What follows belongs to an exercise in optimizing a design on an open flow for small area, a short achievable clock period and few clock cycles per item; a production flow would make more cautious choices.
In this exercise RTL edits were held to simulation tests only and were not proved equivalent to the original.

==> flow/design.v (outline; a module is shown in full before it is edited, if it fits) <==
// module wire_model: 238 lines
// module wm_sq16: 323 lines
// module wm_bmul32x16: 871 lines
// module wm_bsmul33x16: 874 lines
module wire_model (
    input  wire        clk,
    input  wire        rst,
    input  wire        cfg_we,
    input  wire [3:0]  cfg_ch,
    input  wire [15:0] cfg_k,
    input  wire [15:0] cfg_alpha,
    input  wire [15:0] cfg_tlim,
    input  wire        clr,
    input  wire [3:0]  clr_ch,
    input  wire        s_valid,
    output wire        s_ready,
    input  wire [3:0]  s_ch,
    input  wire [15:0] s_irms,
    input  wire [15:0] s_tref,
    output reg         r_valid,
    output reg  [3:0]  r_ch,
    output wire [31:0] r_dt,
    output reg  [16:0] r_temp,
    output reg         r_warn,
    output reg         r_latch,
    output reg         r_cool,
    output reg         r_trip
);
  // ...
==> flow/run.sh <==
#!/bin/bash
# synth_recipe.tcl (not shown) runs the flow's synth.tcl, then flattens the netlist and writes it again
# the make line also repeats each setting of config.mk as NAME=value (left out here)
make -C /OpenROAD-flow-scripts/flow DESIGN_CONFIG=/design/flow/config.mk WORK_HOME=/design/flow/orfs CLKGATE_MAP_FILE= SYNTH_SCRIPT=/design/flow/synth_recipe.tcl finish
==> flow/config.mk <==
export PLATFORM = sky130hd
export DESIGN_NAME = wire_model
export DESIGN_NICKNAME = wire_model
export VERILOG_FILES = /design/flow/design.v
export SDC_FILE = /design/flow/constraint.sdc
export NUM_CORES = 4
export LEC_CHECK = 0
export ABC_AREA = 1
export CAP_MARGIN = 20
export CORE_MARGIN = 2
export CORE_UTILIZATION = 40
export PLACE_DENSITY = 0.6
export SLEW_MARGIN = 20
==> flow/constraint.sdc <==
create_clock -name core_clock -period 33.0 [get_ports {clk}]
set_input_delay 6.6000 -clock core_clock [delete_from_list [all_inputs] [get_ports {clk}]]
set_output_delay 6.6000 -clock core_clock [all_outputs]
set_load 0.01 [all_outputs]
==> impl_metrics.csv, run 1 <==
group,metric,value,unit
outcome,status,"no timing/DRC/antenna violations",
die,dieArea,234400,µm²
route,routed-wl-met3,20.51,mm
global_routing,grt-busiest-layer,"met2",
clock_tree,clk_pin_slew,0.06,ns
clock_tree,cts-buffers-inserted,181,
route,antenna_left,0,
logic_synthesis,seq_area_frac_synth,47.28,%
logic_synthesis,synth_compound_area_share,12.20,%
worst_setup_path,end_kind,"register",
logic_synthesis,synth-main-ff-cell,"dfxtp_1",
die,nWellTaps,3026,
final_layout,final_cell_mix,"inv_1 (1421), nand2_1 (1076), dfxtp_1 (885)",
clock_tree,clk_latency,0.86,ns
sta,maxSlewHeadroom,16.95,%
place,dp_hpwl,178.2,mm
sta,max_slew.worst_pin.slew,1.241,ns
worst_setup_path,startpoint,"b_k[1]",
route,avgRoutedWirePerCell,21.31,µm
final_layout,multiInputGateArea,41650,µm²
worst_setup_path,arrival,9.07,ns
final_layout,nonClkBufAreaFrac,2.268,%
final_layout,final_cell_area,103200,µm²
place,dpl_cell_area,96800,µm²
global_routing,grt_pass1_vias,66610,
clock_tree,cts_tree,"built",
final_layout,seq_area,43610,µm²
logic_synthesis,synth_top_family_by_area,"adder cells",
final_layout,final_util,44.94,%
global_routing,antenna_found_initial,19,
global_routing,gr-usage-met3,4.347,%
worst_setup_path,worst-r2r-cell-count,25,
route,drc,0,
final_layout,final_layout_size_suffix_gt1_share,5.564,%
logic_synthesis,synth.distinct_cells,69,
Testbench counts, summed over its fixed seeds: cycles 16,424, samples 16,384.
==> module wire_model, before the edit <==
module wire_model (
    input  wire        clk,
    input  wire        rst,
    input  wire        cfg_we,
    input  wire [3:0]  cfg_ch,
    input  wire [15:0] cfg_k,
    input  wire [15:0] cfg_alpha,
    input  wire [15:0] cfg_tlim,
    input  wire        clr,
    input  wire [3:0]  clr_ch,
    input  wire        s_valid,
    output wire        s_ready,
    input  wire [3:0]  s_ch,
    input  wire [15:0] s_irms,
    input  wire [15:0] s_tref,
    output reg         r_valid,
    output reg  [3:0]  r_ch,
    output wire [31:0] r_dt,
    output reg  [16:0] r_temp,
    output reg         r_warn,
    output reg         r_latch,
    output reg         r_cool,
    output reg         r_trip
);
    localparam [15:0] K_DEFAULT     = 16'd892;
    localparam [15:0] ALPHA_DEFAULT = 16'd559;
    localparam [15:0] TLIM_DEFAULT  = 16'd2000;
    integer i;
    reg rst_q;
    always @(posedge clk) rst_q <= rst;
    reg        rdy, blk, pr;
    reg  [3:0] hc, g, wch;
    assign s_ready = rdy;
    wire take = s_valid & rdy;
    always @(posedge clk) begin
        if (rst)
            rdy <= 1'b0;
        else if (rst_q)
            rdy <= 1'b1;
        else if (take)
            rdy <= pr | (s_ch == g);
        else if (blk && g == wch)
            rdy <= 1'b1;
    end
    always @(posedge clk) begin
        if (rst_q) begin
            blk <= 1'b0;
            pr  <= 1'b1;
            hc  <= 4'd0;
            g   <= 4'd3;
        end else begin
            hc <= hc + 4'd1;
            g  <= g + 4'd1;
            if (take) begin
                pr <= 1'b0;
                if (pr) begin
                    hc <= s_ch - 4'd2;
                    g  <= s_ch + 4'd1;
                end else begin
                    blk <= (s_ch != g);
                end
            end else if (blk && g == wch) begin
                blk <= 1'b0;
            end
        end
    end
    reg        a_v;
    reg  [3:0] a_ch;
    reg [15:0] a_irms, a_tref;
    reg        q_we;
    reg  [3:0] q_cch;
    reg [15:0] q_k, q_alpha, q_tlim;
    reg        q_clr;
    reg  [3:0] q_clrch;
    always @(posedge clk) begin
        a_v     <= take;
        a_ch    <= s_ch;
        wch     <= take ? s_ch : wch;
        a_irms  <= s_irms;
        a_tref  <= s_tref;
        q_we    <= cfg_we;
        q_cch   <= cfg_ch;
        q_k     <= cfg_k;
        q_alpha <= cfg_alpha;
        q_tlim  <= cfg_tlim;
        q_clr   <= clr;
        q_clrch <= clr_ch;
    end
    reg [15:0] k_mem     [0:15];
    reg [15:0] alpha_mem [0:15];
    reg [15:0] tlim_mem  [0:15];
    reg [15:0] cv;        
    always @(posedge clk) begin
        if (q_we) begin
            k_mem[q_cch]     <= q_k;
            alpha_mem[q_cch] <= q_alpha;
            tlim_mem[q_cch]  <= q_tlim;
        end
    end
    always @(posedge clk) begin
        if (rst_q)
            cv <= 16'd0;
        else if (q_we)
            cv[q_cch] <= 1'b1;
    end
    wire        a_cv    = cv[a_ch];
    wire [15:0] a_k     = a_cv ? k_mem[a_ch]     : K_DEFAULT;
    wire [15:0] a_alpha = a_cv ? alpha_mem[a_ch] : ALPHA_DEFAULT;
    wire [15:0] a_tlim  = a_cv ? tlim_mem[a_ch]  : TLIM_DEFAULT;
    wire [31:0] a_isq;
    wm_sq16 u_sq (.x(a_irms), .p(a_isq));
    wire [16:0] a_margin = {a_tlim[15], a_tlim} - {a_tref[15], a_tref};
    reg        b_v;
    reg  [3:0] b_ch;
    reg [31:0] b_isq;
    reg [15:0] b_k, b_alpha, b_tref;
    reg [16:0] b_margin;
    always @(posedge clk) begin
        b_v      <= a_v & ~rst_q;
        b_ch     <= a_ch;
        b_isq    <= a_isq;
        b_k      <= a_k;
        b_alpha  <= a_alpha;
        b_tref   <= a_tref;
        b_margin <= a_margin;
    end
    wire [47:0] b_ssraw;
    wm_bmul32x16 u_mk (.x(b_isq), .y(b_k), .p(b_ssraw));
    wire [31:0] b_ss = (|b_ssraw[47:38]) ? 32'hFFFF_FFFF : b_ssraw[37:6];
    reg        c_v, c_pend;
    reg  [3:0] c_ch;
    reg [31:0] c_ss;
    reg [15:0] c_alpha, c_tref;
    reg [16:0] c_margin;
    reg [31:0] ring [0:15];
    reg [15:0] rv;        
    wire [31:0] dt0 = rv[0] ? ring[0] : 32'd0;
    wire c_go   = c_v & (c_ch == hc);
    wire c_hold = c_v & ~c_go;
    reg        e_v, e_pend;
    reg  [3:0] e_ch;
    reg [24:0] e_step;
    reg [15:0] e_tref;
    reg [16:0] e_margin;
    wire m_b = q_clr & b_v & (b_ch == q_clrch);
    wire m_c = q_clr & c_v & (c_ch == q_clrch);
    wire m_e = q_clr & e_v & (e_ch == q_clrch);
    wire s_c = m_c & ~m_b;
    wire s_e = m_e & ~m_c & ~m_b;
    wire clr_direct = q_clr & ~(m_b | m_c | m_e);
    always @(posedge clk) begin
        if (rst_q)
            c_v <= 1'b0;
        else if (!c_hold)
            c_v <= b_v;
        if (!c_hold) begin
            c_pend   <= m_b;
            c_ch     <= b_ch;
            c_ss     <= b_ss;
            c_alpha  <= b_alpha;
            c_tref   <= b_tref;
            c_margin <= b_margin;
        end else begin
            c_pend   <= c_pend | s_c;
        end
    end
    wire [32:0] c_diff = {1'b0, c_ss} - {1'b0, dt0};
    wire [48:0] c_prod;
    wm_bsmul33x16 u_ma (.x(c_diff), .y(c_alpha), .p(c_prod));
    always @(posedge clk) begin
        e_v      <= c_go & ~rst_q;
        e_pend   <= c_pend | s_c;
        e_ch     <= c_ch;
        e_step   <= c_prod[48:24];
        e_tref   <= c_tref;
        e_margin <= c_margin;
    end
    wire [31:0] e_dt   = ring[1];
    wire [31:0] dt_new = e_dt + {{7{e_step[24]}}, e_step};
    wire [13:0] dq     = dt_new[31:18];
    wire        lowz   = (dt_new[17:0] == 18'd0);
    wire signed [17:0] ex = $signed({4'd0, dq}) - $signed({e_margin[16], e_margin});
    wire hit     = ex >= 18'sd0;
    wire warn_hi = ex >= -18'sd160;
    wire warn_lo = ex < -18'sd192;
    wire cool_ok = (ex < -18'sd320) | ((ex == -18'sd320) & lowz);
    wire [16:0] temp_nx = {e_tref[15], e_tref} + {3'b000, dq};
    reg [15:0] warn, latch, cool;
    wire w0 = warn[e_ch];
    wire l0 = latch[e_ch];
    wire k0 = cool[e_ch];
    wire warn_nx  = w0 ? ~warn_lo : warn_hi;
    wire latch_nx = l0 | hit;
    wire cool_nx  = k0 & ~cool_ok;
    wire trip_nx  = hit & ~l0;
    wire pend_nx  = e_pend | s_e;
    always @(posedge clk) begin
        if (rst_q) begin
            warn  <= 16'd0;
            latch <= 16'd0;
            cool  <= 16'd0;
        end else begin
            if (clr_direct) begin
                latch[q_clrch] <= 1'b0;
                if (latch[q_clrch])
                    cool[q_clrch] <= 1'b1;
            end
            if (e_v) begin
                warn[e_ch]  <= warn_nx;
                latch[e_ch] <= latch_nx & ~pend_nx;
                cool[e_ch]  <= cool_nx | (latch_nx & pend_nx);
            end
        end
    end
    always @(posedge clk) begin
        r_valid <= e_v & ~rst & ~rst_q;
        r_ch    <= e_ch;
        r_temp  <= temp_nx;
        r_warn  <= warn_nx;
        r_latch <= latch_nx;
        r_cool  <= cool_nx;
        r_trip  <= trip_nx;
    end
    always @(posedge clk) begin
        ring[1] <= dt0;
        ring[2] <= e_v ? dt_new : ring[1];
        for (i = 3; i < 16; i = i + 1)
            ring[i] <= ring[i-1];
        ring[0] <= ring[15];
    end
    assign r_dt = ring[2];
    always @(posedge clk) begin
        if (rst_q)
            rv <= 16'd0;
        else
            rv <= {rv[14:1], 1'b1, rv[15]};
    end
endmodule
==> run 2: changes to the inputs <==
--- a/flow/design.v
+++ b/flow/design.v
@@ -28,7 +28,7 @@
     integer i;
     reg rst_q;
     always @(posedge clk) rst_q <= rst;
-    reg        rdy, blk, pr;
+    reg        rdy, blk;
     reg  [3:0] hc, g, wch;
     assign s_ready = rdy;
     wire take = s_valid & rdy;
@@ -38,30 +38,22 @@
         else if (rst_q)
             rdy <= 1'b1;
         else if (take)
-            rdy <= pr | (s_ch == g);
+            rdy <= (s_ch == g);
         else if (blk && g == wch)
             rdy <= 1'b1;
     end
     always @(posedge clk) begin
         if (rst_q) begin
             blk <= 1'b0;
-            pr  <= 1'b1;
             hc  <= 4'd0;
-            g   <= 4'd3;
+            g   <= 4'd1;
         end else begin
             hc <= hc + 4'd1;
             g  <= g + 4'd1;
-            if (take) begin
-                pr <= 1'b0;
-                if (pr) begin
-                    hc <= s_ch - 4'd2;
-                    g  <= s_ch + 4'd1;
-                end else begin
-                    blk <= (s_ch != g);
-                end
-            end else if (blk && g == wch) begin
+            if (take)
+                blk <= (s_ch != g);
+            else if (blk && g == wch)
                 blk <= 1'b0;
-            end
         end
     end
     reg        a_v;
@@ -72,12 +64,19 @@
     reg [15:0] q_k, q_alpha, q_tlim;
     reg        q_clr;
     reg  [3:0] q_clrch;
+    wire a_go   = a_v & (a_ch == hc);
+    wire a_wait = a_v & ~a_go;
     always @(posedge clk) begin
-        a_v     <= take;
-        a_ch    <= s_ch;
+        if (rst_q)
+            a_v <= 1'b0;
+        else if (!a_wait)
+            a_v <= take;
+        if (!a_wait) begin
+            a_ch   <= s_ch;
+            a_irms <= s_irms;
+            a_tref <= s_tref;
+        end
         wch     <= take ? s_ch : wch;
-        a_irms  <= s_irms;
-        a_tref  <= s_tref;
         q_we    <= cfg_we;
         q_cch   <= cfg_ch;
         q_k     <= cfg_k;
@@ -86,37 +85,90 @@
         q_clr   <= clr;
         q_clrch <= clr_ch;
     end
-    reg [15:0] k_mem     [0:15];
-    reg [15:0] alpha_mem [0:15];
-    reg [15:0] tlim_mem  [0:15];
-    reg [15:0] cv;        
-    always @(posedge clk) begin
-        if (q_we) begin
-            k_mem[q_cch]     <= q_k;
-            alpha_mem[q_cch] <= q_alpha;
-            tlim_mem[q_cch]  <= q_tlim;
+    reg [15:0] rk  [0:15];
+    reg [15:0] ra  [0:15];
+    reg [15:0] rt  [0:15];
+    reg [31:0] rd  [0:15];
+    reg [15:0] rcv;       
+    reg [15:0] rv;        
+    reg        dv;
+    reg [15:0] dk, da, dtl;
+    wire       defer = q_we & a_wait & (q_cch == a_ch);
+    wire       wr    = q_we & ~defer;
+    wire       flush = dv & a_go;
+    wire [3:0] wpos  = hc - q_cch;            
+    reg  [15:0] wsel;                         
+    always @* begin
+        for (i = 0; i < 16; i = i + 1)
+            wsel[i] = wr & (wpos == i[3:0] - 4'd1);
+    end
+    always @(posedge clk) begin
+        if (rst_q)
+            dv <= 1'b0;
+        else if (defer)
+            dv <= 1'b1;
+        else if (a_go)
+            dv <= 1'b0;
+        if (defer) begin
+            dk  <= q_k;
+            da  <= q_alpha;
+            dtl <= q_tlim;
+        end
+    end
+    always @(posedge clk) begin
+        for (i = 0; i < 16; i = i + 1) begin
+            if (wsel[i]) begin
+                rk[i] <= q_k;
+                ra[i] <= q_alpha;
+                rt[i] <= q_tlim;
+            end else if (i == 1 && flush) begin
+                rk[i] <= dk;
+                ra[i] <= da;
+                rt[i] <= dtl;
+            end else begin
+                rk[i] <= rk[(i + 15) % 16];
+                ra[i] <= ra[(i + 15) % 16];
+                rt[i] <= rt[(i + 15) % 16];
+            end
         end
     end
     always @(posedge clk) begin
         if (rst_q)
-            cv <= 16'd0;
-        else if (q_we)
-            cv[q_cch] <= 1'b1;
-    end
-    wire        a_cv    = cv[a_ch];
-    wire [15:0] a_k     = a_cv ? k_mem[a_ch]     : K_DEFAULT;
-    wire [15:0] a_alpha = a_cv ? alpha_mem[a_ch] : ALPHA_DEFAULT;
-    wire [15:0] a_tlim  = a_cv ? tlim_mem[a_ch]  : TLIM_DEFAULT;
+            rcv <= 16'd0;
+        else
+            rcv <= {rcv[14:0], rcv[15]} | wsel | {14'd0, flush, 1'b0};
+    end
+    wire [15:0] a_k     = rcv[0] ? rk[0] : K_DEFAULT;
+    wire [15:0] a_alpha = rcv[0] ? ra[0] : ALPHA_DEFAULT;
+    wire [15:0] a_tlim  = rcv[0] ? rt[0] : TLIM_DEFAULT;
     wire [31:0] a_isq;
     wm_sq16 u_sq (.x(a_irms), .p(a_isq));
     wire [16:0] a_margin = {a_tlim[15], a_tlim} - {a_tref[15], a_tref};
-    reg        b_v;
+    reg        b_v, b_pend;
     reg  [3:0] b_ch;
     reg [31:0] b_isq;
     reg [15:0] b_k, b_alpha, b_tref;
     reg [16:0] b_margin;
+    reg        a_old;     
+    reg        a_pend;
+    reg        c_v, c_pend;
+    reg        e_v, e_pend;
+    reg  [3:0] c_ch, e_ch;
+    wire m_a = q_clr & a_v & a_old & (a_ch == q_clrch);
+    wire m_b = q_clr & b_v & (b_ch == q_clrch);
+    wire m_c = q_clr & c_v & (c_ch == q_clrch);
+    wire m_e = q_clr & e_v & (e_ch == q_clrch);
+    wire s_b = m_b & ~m_a;
+    wire s_c = m_c & ~m_b & ~m_a;
+    wire s_e = m_e & ~m_c & ~m_b & ~m_a;
+    wire clr_direct = q_clr & ~(m_a | m_b | m_c | m_e);
     always @(posedge clk) begin
-        b_v      <= a_v & ~rst_q;
+        a_old  <= a_wait;
+        a_pend <= a_wait & ((a_old & a_pend) | m_a);
+    end
+    always @(posedge clk) begin
+        b_v      <= a_go & ~rst_q;
+        b_pend   <= (a_old & a_pend) | m_a;
         b_ch     <= a_ch;
         b_isq    <= a_isq;
         b_k      <= a_k;
@@ -126,56 +178,35 @@
     end
     wire [47:0] b_ssraw;
     wm_bmul32x16 u_mk (.x(b_isq), .y(b_k), .p(b_ssraw));
-    wire [31:0] b_ss = (|b_ssraw[47:38]) ? 32'hFFFF_FFFF : b_ssraw[37:6];
-    reg        c_v, c_pend;
-    reg  [3:0] c_ch;
-    reg [31:0] c_ss;
+    wire        b_sat  = |b_ssraw[47:38];
+    wire [31:0] dt1    = rv[1] ? rd[1] : 32'd0;
+    wire [32:0] b_diff = b_sat ? {1'b0, ~dt1} : ({1'b0, b_ssraw[37:6]} - {1'b0, dt1});
+    reg [32:0] c_diff;
     reg [15:0] c_alpha, c_tref;
     reg [16:0] c_margin;
-    reg [31:0] ring [0:15];
-    reg [15:0] rv;        
-    wire [31:0] dt0 = rv[0] ? ring[0] : 32'd0;
-    wire c_go   = c_v & (c_ch == hc);
-    wire c_hold = c_v & ~c_go;
-    reg        e_v, e_pend;
-    reg  [3:0] e_ch;
-    reg [24:0] e_step;
-    reg [15:0] e_tref;
-    reg [16:0] e_margin;
-    wire m_b = q_clr & b_v & (b_ch == q_clrch);
-    wire m_c = q_clr & c_v & (c_ch == q_clrch);
-    wire m_e = q_clr & e_v & (e_ch == q_clrch);
-    wire s_c = m_c & ~m_b;
-    wire s_e = m_e & ~m_c & ~m_b;
-    wire clr_direct = q_clr & ~(m_b | m_c | m_e);
     always @(posedge clk) begin
-        if (rst_q)
-            c_v <= 1'b0;
-        else if (!c_hold)
-            c_v <= b_v;
-        if (!c_hold) begin
-            c_pend   <= m_b;
-            c_ch     <= b_ch;
-            c_ss     <= b_ss;
-            c_alpha  <= b_alpha;
-            c_tref   <= b_tref;
-            c_margin <= b_margin;
-        end else begin
-            c_pend   <= c_pend | s_c;
-        end
+        c_v      <= b_v & ~rst_q;
+        c_pend   <= b_pend | s_b;
+        c_ch     <= b_ch;
+        c_diff   <= b_diff;
+        c_alpha  <= b_alpha;
+        c_tref   <= b_tref;
+        c_margin <= b_margin;
     end
-    wire [32:0] c_diff = {1'b0, c_ss} - {1'b0, dt0};
     wire [48:0] c_prod;
     wm_bsmul33x16 u_ma (.x(c_diff), .y(c_alpha), .p(c_prod));
+    reg [24:0] e_step;
+    reg [15:0] e_tref;
+    reg [16:0] e_margin;
     always @(posedge clk) begin
-        e_v      <= c_go & ~rst_q;
+        e_v      <= c_v & ~rst_q;
         e_pend   <= c_pend | s_c;
         e_ch     <= c_ch;
         e_step   <= c_prod[48:24];
         e_tref   <= c_tref;
         e_margin <= c_margin;
     end
-    wire [31:0] e_dt   = ring[1];
+    wire [31:0] e_dt   = rd[3];
     wire [31:0] dt_new = e_dt + {{7{e_step[24]}}, e_step};
     wire [13:0] dq     = dt_new[31:18];
     wire        lowz   = (dt_new[17:0] == 18'd0);
@@ -221,19 +252,24 @@
         r_cool  <= cool_nx;
         r_trip  <= trip_nx;
     end
+    reg [31:0] r_dtq;
     always @(posedge clk) begin
-        ring[1] <= dt0;
-        ring[2] <= e_v ? dt_new : ring[1];
-        for (i = 3; i < 16; i = i + 1)
-            ring[i] <= ring[i-1];
-        ring[0] <= ring[15];
+        for (i = 0; i < 16; i = i + 1) begin
+            if (i == 2)
+                rd[i] <= dt1;
+            else if (i == 4)
+                rd[i] <= e_v ? dt_new : rd[3];
+            else
+                rd[i] <= rd[(i + 15) % 16];
+        end
+        r_dtq <= dt_new;
     end
-    assign r_dt = ring[2];
+    assign r_dt = r_dtq;
     always @(posedge clk) begin
         if (rst_q)
             rv <= 16'd0;
         else
-            rv <= {rv[14:1], 1'b1, rv[15]};
+            rv <= {rv[14:2], 1'b1, rv[0], rv[15]};
     end
 endmodule
 module wm_sq16 (input wire [15:0] x, output wire [31:0] p);
--- a/flow/config.mk
+++ b/flow/config.mk
@@ -8,6 +8,7 @@
 export ABC_AREA = 1
 export CAP_MARGIN = 20
 export CORE_MARGIN = 2
-export CORE_UTILIZATION = 40
-export PLACE_DENSITY = 0.6
+export CORE_UTILIZATION = 55
+export CTS_BUF_LIST = sky130_fd_sc_hd__clkbuf_8
+export PLACE_DENSITY = 0.65
 export SLEW_MARGIN = 20
==> run 2 against run 1 <==
Effect of this change: still clean on timing, DRC and antenna; wire length shrank 8.3%; synthesized cell count up 6.6%; worst setup slack worse by 0.15 ns; final cell count is 2.4% lower; register-to-register slack lost 0.15 ns; worst hold slack lost 0.090 ns; global-route usage grew 7.4 points; critical endpoint is now c_diff[29].
==> impl_metrics.csv, run 2 <==
group,metric,value,unit
final_layout,final_cell_mix,"nand2_1 (1843), dfxtp_1 (1737), inv_1 (1406)",
min_path,min_path_type,"register to register",
logic_synthesis,synth_top_cells_by_count,"nand2_1 (1859), dfxtp_1 (1745), inv_1 (1317)",
clock_tree,cts_setup_buffers,0,
global_routing,antenna_found_initial,8,
clock_tree,clk_latency,1.06,ns
logic_synthesis,synth_top_area_share,40.18,%
min_path,hp-start,"rd[5][21]",
route,drc,0,
worst_setup_path,cp.required,33.91,ns
worst_setup_path,arrival,9.63,ns
global_routing,track_usage,29.65,%
logic_synthesis,synthArstFlopShare,0,%
logic_synthesis,seq_area_frac_synth,43.22,%
logic_synthesis,synth-main-ff-cell,"dfxtp_1",
logic_synthesis,synth_cells,9832,
clock_tree,cts_sinks,1833,
logic_synthesis,synth_nets,10780,
sta,finalMaxSlewViolations,0,
route,via_count,66160,
final_layout,fillers,13630,
min_path,hold_end,"rd[6][21]",
logic_synthesis,yosysMostFrequentCell,"nand2_1",
clock_tree,ctsHoldBuffers,0,
logic_synthesis,ys_top_cells_by_area,"dfxtp_1 (40%), fa_1 (12%), nand2_1 (8.0%)",
worst_setup_path,r2r-end,"c_diff[29]",
worst_setup_path,cp_slowest_cell,"dfxtp_2",
final_layout,final_common_cell,"nand2_1",
die,dieArea,161300,µm²
clock_tree,cts-root-buf,"clkbuf_8",
logic_synthesis,yosys_warnings,5,
route,drt_iter0_markers,6118,
sta,fin_tns_setup,0,ns
worst_setup_path,worst-r2r-cell-count,29,
clock_tree,cts_tree,"built",
min_path,hold_depth,0,
final_layout,nets,10800,
final_layout,area_delta_synth_final,10.05,%
final_layout,final_cell_area,95670,µm²
sta,finalHoldViolCount,0,
logic_synthesis,synth_edf_count,88,
worst_setup_path,worstPathMaxFanout,32,
logic_synthesis,synth_seq_cells,1833,
global_routing,grt_pass1_vias,65500,
route,first_pass_iters,8,
place,gp_congestion,0.9804,
worst_setup_path,end_kind,"register",
route,vias_per_cell,5.458,
route,avgRoutedWirePerCell,20.02,µm
sta,max_slew.worst_pin.slew,1.239,ns
final_layout,final_layout_size_suffix_gt1_share,5.835,%
final_layout,largest_register_ffs,512,
sta,setup_viol_count_final,0,
worst_setup_path,r2r_slack,24.27,ns
sta,fin_crit,8.726,ns
worst_setup_path,worst-setup-path-type,"register to register",
clock_tree,h-tree-depth,5,
final_layout,regMostFlops,"rd",
place,dpl_cell_area,89700,µm²
route,antenna_left,0,
die,start_util,55.53,%
sta,maxSlewHeadroom,17.20,%
route,routed_wl,242.7,mm
worst_setup_path,r2r-start,"b_k[1]",
sta,rsz0062_at_grt,"false",
die,core_region_area,156600,µm²
logic_synthesis,synth_largest_area_cell,"dfxtp_1",
die,fp.dieW,401.6,µm
die,rows,145,
outcome,status,"no timing/DRC/antenna violations",
global_routing,grt_overflow,0,
worst_setup_path,startpoint_type,"register",
place,io_buffers,155,
run,max_cap_viol_count,0,
sta,fmax,0.1146,GHz
logic_synthesis,synth.avg_cell_area,8.842,µm²
clock_tree,clk_pin_slew,0.07,ns
die,io_pins,156,
die,die_h,401.6,µm
clock_tree,ctsResizeCount,0,
logic_synthesis,synth.distinct_cells,62,
worst_setup_path,cpPeakStageDelay,0.96,ns
global_routing,grt_pass1_wl,372.9,mm
clock_tree,clockBufferDepth,4,
worst_setup_path,startpoint,"b_k[1]",
sta,timing.final.crit_share,26.44,%
clock_tree,cts-buffers-inserted,304,
place,dp_hpwl,166.3,mm
sta,clock_skew,0.1167,ns
logic_synthesis,netlist_area,86940,µm²
global_routing,grt_max_degree,98,
-- run 2: cells by family (layout without fill, tap and decap cells) --
| family | after synthesis | count (layout) | share of synthesized area [%] |
|---|---|---|---|
| AND/OR/NAND/NOR | 2560 | 2560 | 11.71 |
| multiplexers | 1 | 1 | 0.01151 |
| adder cells (fa/ha/maj) | 849 | 849 | 16.61 |
| flip-flops | 1833 | 1833 | 43.22 |
| buffers and inverters | 1860 | 2088 | 8.359 |
| AO/OA/AOI/OAI | 2012 | 2012 | 12.85 |
| other | 0 | 4 | 0 |
| XOR/XNOR | 717 | 717 | 7.232 |
-- run 2: cell type report --
type / count / area [µm²] / area share (%)
Sequential cell: 1833 / 37590 / 39.29
Tap cell: 2058 / 2575 / 2.691
Antenna cell: 4 / 10.01 / 0.01046
Multi-Input combinational cell: 6139 / 42380 / 44.29
Clock inverter: 148 / 857.1 / 0.8958
Clock buffer: 368 / 5065 / 5.294
Timing Repair Buffer: 235 / 2183 / 2.282
Inverter: 1337 / 5019 / 5.246
-- run 2: per-layer routing --
layer  global-route usage, %  part of all wire [%]  vias up  wire, µm
met5                       0                 0.021        -        50
met4                   12.82                   4.3        6     10370
met3                   7.086                   8.4      570     20290
met2                   46.11                    44     2618    107200
met1                   39.46                    43    31450    104800
li1                        -                     -    31520         -
-- run 2: worst max path at each step --
stage | end | slack, ns | cells past startpoint
finish | c_diff[29] | 24.27 | 29
global route | c_diff[30] | 23.81 | 29
CTS | s_ready | 24.35 | 1
detailed placement | c_diff[30] | 24.50 | 29
global placement | c_diff[31] | 24.55 | 31
floorplan | rdy | 25.57 | 4
-- run 2: stage by stage --
stage,util (%),hold WS (ns),instances,setup WS (ns)
finish,61.11,0.2320,12120,24.27
global route,61.10,0.2362,12120,23.81
CTS,61.07,0.2337,12120,24.35
detailed placement,57.29,0.3121,11600,24.50
global placement,57.29,0.3098,11600,24.55
floorplan,-,0.3096,9832,25.57
-- run 2: worst max-delay path: cells and delay by family, from the launching register on --
| kind | cells | cell delay, ns |
|---|---|---|
| AO/OA/AOI/OAI | 7 | 1.36 |
| XOR/XNOR | 3 | 0.72 |
| adder cells (fa/ha/maj) | 7 | 3.15 |
| buffers and inverters | 3 | 0.97 |
| flip-flops | 1 | 0.96 |
| AND/OR/NAND/NOR | 9 | 1.44 |
Testbench counts of run 2, summed over its fixed seeds: cycles 16,424, samples 16,384.

## what the ideal ports hide
No port has a modelled driver above. Below, the same layouts with a new extraction and two added sets of constraints. Step 1 assumes that a clkbuf_16 drives the clock port and a buf_2 every other input. Step 2 times the ports against the registers' clock, not the clock port: input delays grow and output delays shrink by t, the midpoint of the rising clock arrivals with the driver on. a / b / c = no drivers / after step 1 / after step 2; a / b = the first two.
run	shift t [ns]	setup slack, ns	worst setup path after step 2
run 1	0.913	24.427 / 24.422 / 24.427	register to register
run 2	1.083	24.274 / 24.274 / 24.274	register to register
After both steps every run listed still meets setup and hold.
